From an optimization exercise on the open Yosys and OpenROAD flow, aimed at small area, a short achievable clock period and few clock cycles per item; shortcuts taken in it are not production practice.
Function was checked by simulation only, so behaviour that the tests miss may differ from the original.

==> run a <==
Design le_lane, start of the top module:
module le_lane (
    input  wire        clk,
    input  wire        rst,           
    input  wire        start,
    input  wire [15:0] code,
    input  wire [15:0] vref,
    input  wire [15:0] sff,
    input  wire [20:0] vlink_mv,
    input  wire        vlink_ok,
    input  wire        at_dmax,
    input  wire [15:0] vscal,
    input  wire [15:0] vlnom,
    input  wire [31:0] kp,
    input  wire [31:0] ki,
    input  wire [31:0] kd,
    input  wire [31:0] dpole,
    input  wire [31:0] ll1_b0,
    input  wire [31:0] ll1_b1,
    input  wire [31:0] ll1_a1,
    input  wire [31:0] ll2_b0,
    input  wire [31:0] ll2_b1,
    input  wire [31:0] ll2_a1,
    input  wire [31:0] nb0,
    input  wire [31:0] nb1,
    input  wire [31:0] nb2,
    input  wire [31:0] na1,
    input  wire [31:0] na2,
    input  wire        nen,
    input  wire [15:0] dmax,
    input  wire [15:0] dmin,
    input  wire [15:0] imax,
    input  wire [15:0] llmax,
    input  wire [15:0] nmax,
    input  wire [15:0] ffmax,
    input  wire [14:0] emax,
    input  wire [5:0]  sat_clr,
    output wire        ready,
    output reg         done,
    output reg  [15:0] duty,
    output reg  [16:0] vout,
    output wire [15:0] err,
    output wire [31:0] integ_out,
    output reg  [15:0] ratio,
    output reg  [5:0]  sat,
    output reg         frz_hi,
    output reg         frz_lo
);
clock: 25.0 ns
lec_check: 0
cap_margin: 20
core_margin: 2
core_utilization: 50
slew_margin: 20
standard.sh (not shown) runs the stock make flow with config.mk's settings and CLKGATE_MAP_FILE= SYNTH_SCRIPT=/design/flow/synth_recipe.tcl, a recipe that flattens the netlist after the stock synthesis.
==> flow/flow/run.sh <==
#!/bin/bash
# The standard layout (standard.sh, the standard flow's own ORFS run with the standard synthesis), with one
# change: the buffers that buffer_ports puts on every input and output port are plain
# sky130_fd_sc_hd__buf_2 cells instead of the delay buffers it picks by default.
# make's full output goes to standard.log here; ORFS keeps each step's log under orfs/logs.
set -euo pipefail
export BUFFER_PORTS_ARGS="-buffer_cell sky130_fd_sc_hd__buf_2"
bash standard.sh > standard.log 2>&1
==> inputs of run b, as changes to run a <==
CORE_UTILIZATION = 53   (was 50)
==> inputs of run c, as changes to run a <==
--- a/flow/design.v
+++ b/flow/design.v
@@ -95,13 +95,12 @@
     reg         [15:0] sff_r;
     reg                atd_r;
     reg                frz_r;        
     reg                nen_r;
     reg         [15:0] lim_r;        
     reg                d_r28, d_stk;  
-    reg                stk;          
     reg  signed [39:0] u;
     reg         [W-1:0] acc;
     reg         [4:0]  fl;           
     reg         [15:0] bo1, bo2, bon;  
     reg                ki_z, ki_s;   
     reg         [39:0] mb_r;
@@ -137,23 +136,20 @@
         .pp4(ppr[4]),   .pp5(ppr[5]),   .pp6(ppr[6]),   .pp7(ppr[7]),
         .pp8(ppr[8]),   .pp9(ppr[9]),   .pp10(ppr[10]), .pp11(ppr[11]),
         .pp12(ppr[12]), .pp13(ppr[13]), .pp14(ppr[14]), .pp15(ppr[15]),
         .negb(bon), .adda(add_a), .sa(csa_a), .sb(csa_b)
     );
     wire [W-1:0] s = csa_a + csa_b;
-    wire [27:0] zp = csa_a[27:0] ^ csa_b[27:0];
-    wire [27:0] zo = {csa_a[26:0] | csa_b[26:0], 1'b0};
-    wire        s_z28 = ~(|(zp ^ zo));
     wire        [16:0] vo_n   = acc[31:15];                  
     wire signed [17:0] e_dif  = {2'b00, ev} - {1'b0, acc[31:15]};
     wire signed [17:0] emax_s = {3'b000, vo[14:0]};
     wire               e_hi   = e_dif > emax_s;
     wire               e_lo   = e_dif < -emax_s;
     wire signed [15:0] e_n    = e_hi ? emax_s[15:0] : e_lo ? -emax_s[15:0] : e_dif[15:0];
     wire signed [16:0] de     = {ev[15], ev} - {eprev[15], eprev};
-    wire               c29    = acc[28] & (~acc[W-1] | stk);
+    wire               c29    = acc[28] & (~acc[W-1] | (|acc[27:0]));
     wire signed [W-30:0] t29  = acc[W-1:29] + {{(W-30){1'b0}}, c29};
     wire               cd     = d_r28 & (~acc[48] | d_stk);
     wire signed [48:0] td     = acc[48:0] + {48'd0, cd};
     wire               d_ok   = (&td[48:39]) | ~(|td[48:39]);
     wire signed [39:0] d_n    = d_ok ? td[39:0] : {td[48], {39{~td[48]}}};
     wire signed [29:0] il     = {1'b0, u[15:0], 13'd0};      
@@ -248,16 +244,15 @@
         a_d   <= (st == 5'd3);
         a_acc <= (st == 5'd6) | (st == 5'd7) | (st == 5'd9) | (st == 5'd10)
                | (st == 5'd12 && nen_r) | (st == 5'd13) | (st == 5'd14) | (st == 5'd15);
         mb_r <= mb_n;
         mb_rn <= ~mb_n;
         acc <= s;
-        stk <= ~s_z28;
         if (st == 5'd3) begin
             d_r28 <= acc[28];
-            d_stk <= stk;
+            d_stk <= |acc[27:0];
         end
         if (rst)
             ready_r <= 1'b1;
         else if (st == 5'd0 && start)
             ready_r <= 1'b0;
         else if (last)
==> flow/run.sh (new file) <==
#!/bin/bash
# synth_recipe.tcl (not shown) runs the flow's synth.tcl, then flattens the netlist and writes it again
# the make line also repeats each setting of config.mk as NAME=value (left out here)
make -C /OpenROAD-flow-scripts/flow DESIGN_CONFIG=/design/flow/config.mk WORK_HOME=/design/flow/orfs CLKGATE_MAP_FILE= SYNTH_SCRIPT=/design/flow/synth_recipe.tcl finish
CORE_UTILIZATION = 45   (was 50)
removed: flow/flow/run.sh
removed: flow/standard.sh
==> inputs of run d, as changes to run a <==
--- a/flow/design.v
+++ b/flow/design.v
@@ -95,13 +95,12 @@
     reg         [15:0] sff_r;
     reg                atd_r;
     reg                frz_r;        
     reg                nen_r;
     reg         [15:0] lim_r;        
     reg                d_r28, d_stk;  
-    reg                stk;          
     reg  signed [39:0] u;
     reg         [W-1:0] acc;
     reg         [4:0]  fl;           
     reg         [15:0] bo1, bo2, bon;  
     reg                ki_z, ki_s;   
     reg         [39:0] mb_r;
@@ -137,23 +136,20 @@
         .pp4(ppr[4]),   .pp5(ppr[5]),   .pp6(ppr[6]),   .pp7(ppr[7]),
         .pp8(ppr[8]),   .pp9(ppr[9]),   .pp10(ppr[10]), .pp11(ppr[11]),
         .pp12(ppr[12]), .pp13(ppr[13]), .pp14(ppr[14]), .pp15(ppr[15]),
         .negb(bon), .adda(add_a), .sa(csa_a), .sb(csa_b)
     );
     wire [W-1:0] s = csa_a + csa_b;
-    wire [27:0] zp = csa_a[27:0] ^ csa_b[27:0];
-    wire [27:0] zo = {csa_a[26:0] | csa_b[26:0], 1'b0};
-    wire        s_z28 = ~(|(zp ^ zo));
     wire        [16:0] vo_n   = acc[31:15];                  
     wire signed [17:0] e_dif  = {2'b00, ev} - {1'b0, acc[31:15]};
     wire signed [17:0] emax_s = {3'b000, vo[14:0]};
     wire               e_hi   = e_dif > emax_s;
     wire               e_lo   = e_dif < -emax_s;
     wire signed [15:0] e_n    = e_hi ? emax_s[15:0] : e_lo ? -emax_s[15:0] : e_dif[15:0];
     wire signed [16:0] de     = {ev[15], ev} - {eprev[15], eprev};
-    wire               c29    = acc[28] & (~acc[W-1] | stk);
+    wire               c29    = acc[28] & (~acc[W-1] | (|acc[27:0]));
     wire signed [W-30:0] t29  = acc[W-1:29] + {{(W-30){1'b0}}, c29};
     wire               cd     = d_r28 & (~acc[48] | d_stk);
     wire signed [48:0] td     = acc[48:0] + {48'd0, cd};
     wire               d_ok   = (&td[48:39]) | ~(|td[48:39]);
     wire signed [39:0] d_n    = d_ok ? td[39:0] : {td[48], {39{~td[48]}}};
     wire signed [29:0] il     = {1'b0, u[15:0], 13'd0};      
@@ -248,16 +244,15 @@
         a_d   <= (st == 5'd3);
         a_acc <= (st == 5'd6) | (st == 5'd7) | (st == 5'd9) | (st == 5'd10)
                | (st == 5'd12 && nen_r) | (st == 5'd13) | (st == 5'd14) | (st == 5'd15);
         mb_r <= mb_n;
         mb_rn <= ~mb_n;
         acc <= s;
-        stk <= ~s_z28;
         if (st == 5'd3) begin
             d_r28 <= acc[28];
-            d_stk <= stk;
+            d_stk <= |acc[27:0];
         end
         if (rst)
             ready_r <= 1'b1;
         else if (st == 5'd0 && start)
             ready_r <= 1'b0;
         else if (last)
==> impl_results.md <==
- Chip width: 412.9 um
- Rows: 150
- Placed Area: 0.08943 mm2
- Hold slack: 453.3 ps
- Worst path max stage delay: 1150 ps
- Status: complete, no violations
- First-pass GRT wire length: roughly 600000 um
- Fin Clk Skew: approximately 64 ps
- Xor/xnor share of the synthesized area: between 10% and 20%
- Yosys reg bits: 789
- #MultiIn Comb: just over 7000
the above is filed under run a

==> impl_results.md <==
- Final WL: 428100 um
- Register area share after synthesis: 21.98%
- Status: complete, no violations
- Placed Area: 0.08899 mm2
- First-pass GRT wire length: roughly 600000 um
- Worst path max stage delay: roughly 670 ps
- Xor/xnor share of the synthesized area: 10.57%
- CP max stage cell: dfxtp_1
- Chip width: 401.2 um
- Dpl ws: 16770 ps
- Area of the multi-input gates: around 0.059 mm2
- Fin Clk Skew: 59.98 ps
- Rows: around 150
- Buf/Inv on CP: 5
- #MultiIn Comb: 7279
the above is filed under run b

==> impl_results.md <==
- Top_reg_cell synth: dfxtp_1
- Status: complete, no violations
- Placed Area: 0.08945 mm2
- First-pass GRT wire length: 606700 um
- Initial Utilization: 50.19%
- Worst path max stage delay: 1000 ps
- Crit Reg-Reg Endpoint: mb_rn[14]
- EDFF count, synth: 258
- IO Count: 811
- Final WL: 438200 um
- Xor/xnor share of the synthesized area: 10.27%
- Yosys reg bits: slightly below 800
- Hold slack: 430.3 ps
- #MultiIn Comb: 7273
- Fin Clk Skew: around 42 ps
- Rows: 150
the above is filed under run d

==> impl_results.md <==
- Status: complete, no violations
- Rows: about 160
- First-pass GRT wire length: 626800 um
- Fin Clk Skew: ~52 ps
- Chip width: 435.1 um
- Yosys reg bits: 788
- DR vias: 84950
- Xor/xnor share of the synthesized area: 10.27%
- Placed Area: roughly 0.094 mm2
- #MultiIn Comb: 7273
- Pin count of the biggest net entering global routing: approximately 160
- Hold slack: 434.5 ps
- Sequential cell area share: 18.87%
the above is filed under run c

Testbench counts of run a, summed over its fixed seeds: cycles 58,250, items 3,200.
Testbench counts of run b, summed over its fixed seeds: cycles 58,250, items 3,200.
Testbench counts of run c, summed over its fixed seeds: cycles 58,250, items 3,200.
Testbench counts of run d, summed over its fixed seeds: cycles 58,250, items 3,200.

-- re-timing with driven ports --
No port has a modelled driver above. Below, the same layouts with a new extraction and two added sets of constraints. Step 1 sets driving cells, clkbuf_16 on the clock port and buf_2 on the other inputs (assumed; they add their load-dependent delay and slew). Step 2 times the ports against the registers' clock, not the clock port: input delays grow and output delays shrink by t, the midpoint of the rising clock arrivals with the driver on. Slacks: ideal / step 1 / step 2; pairs: ideal / step 1.
| run | shift t [ns] | slack for setup (ns) | slew at the worst register clock pin (ns) | worst data-port slew with drivers (ns) | cell pins on the clock port's net |
|---|---|---|---|---|---|
| run a | 0.832 | 16.568 / 16.568 / 16.568 | 0.08 / 0.08 | 0.26 | 1 |
| run b | 0.814 | 16.270 / 16.270 / 16.270 | 0.08 / 0.08 | 0.27 | 1 |
| run c | 0.836 | 16.267 / 16.267 / 16.267 | 0.08 / 0.08 | 0.25 | 1 |
| run d | 0.834 | 15.331 / 15.331 / 15.331 | 0.07 / 0.07 | 0.29 | 1 |
After both steps every run listed still meets setup and hold.
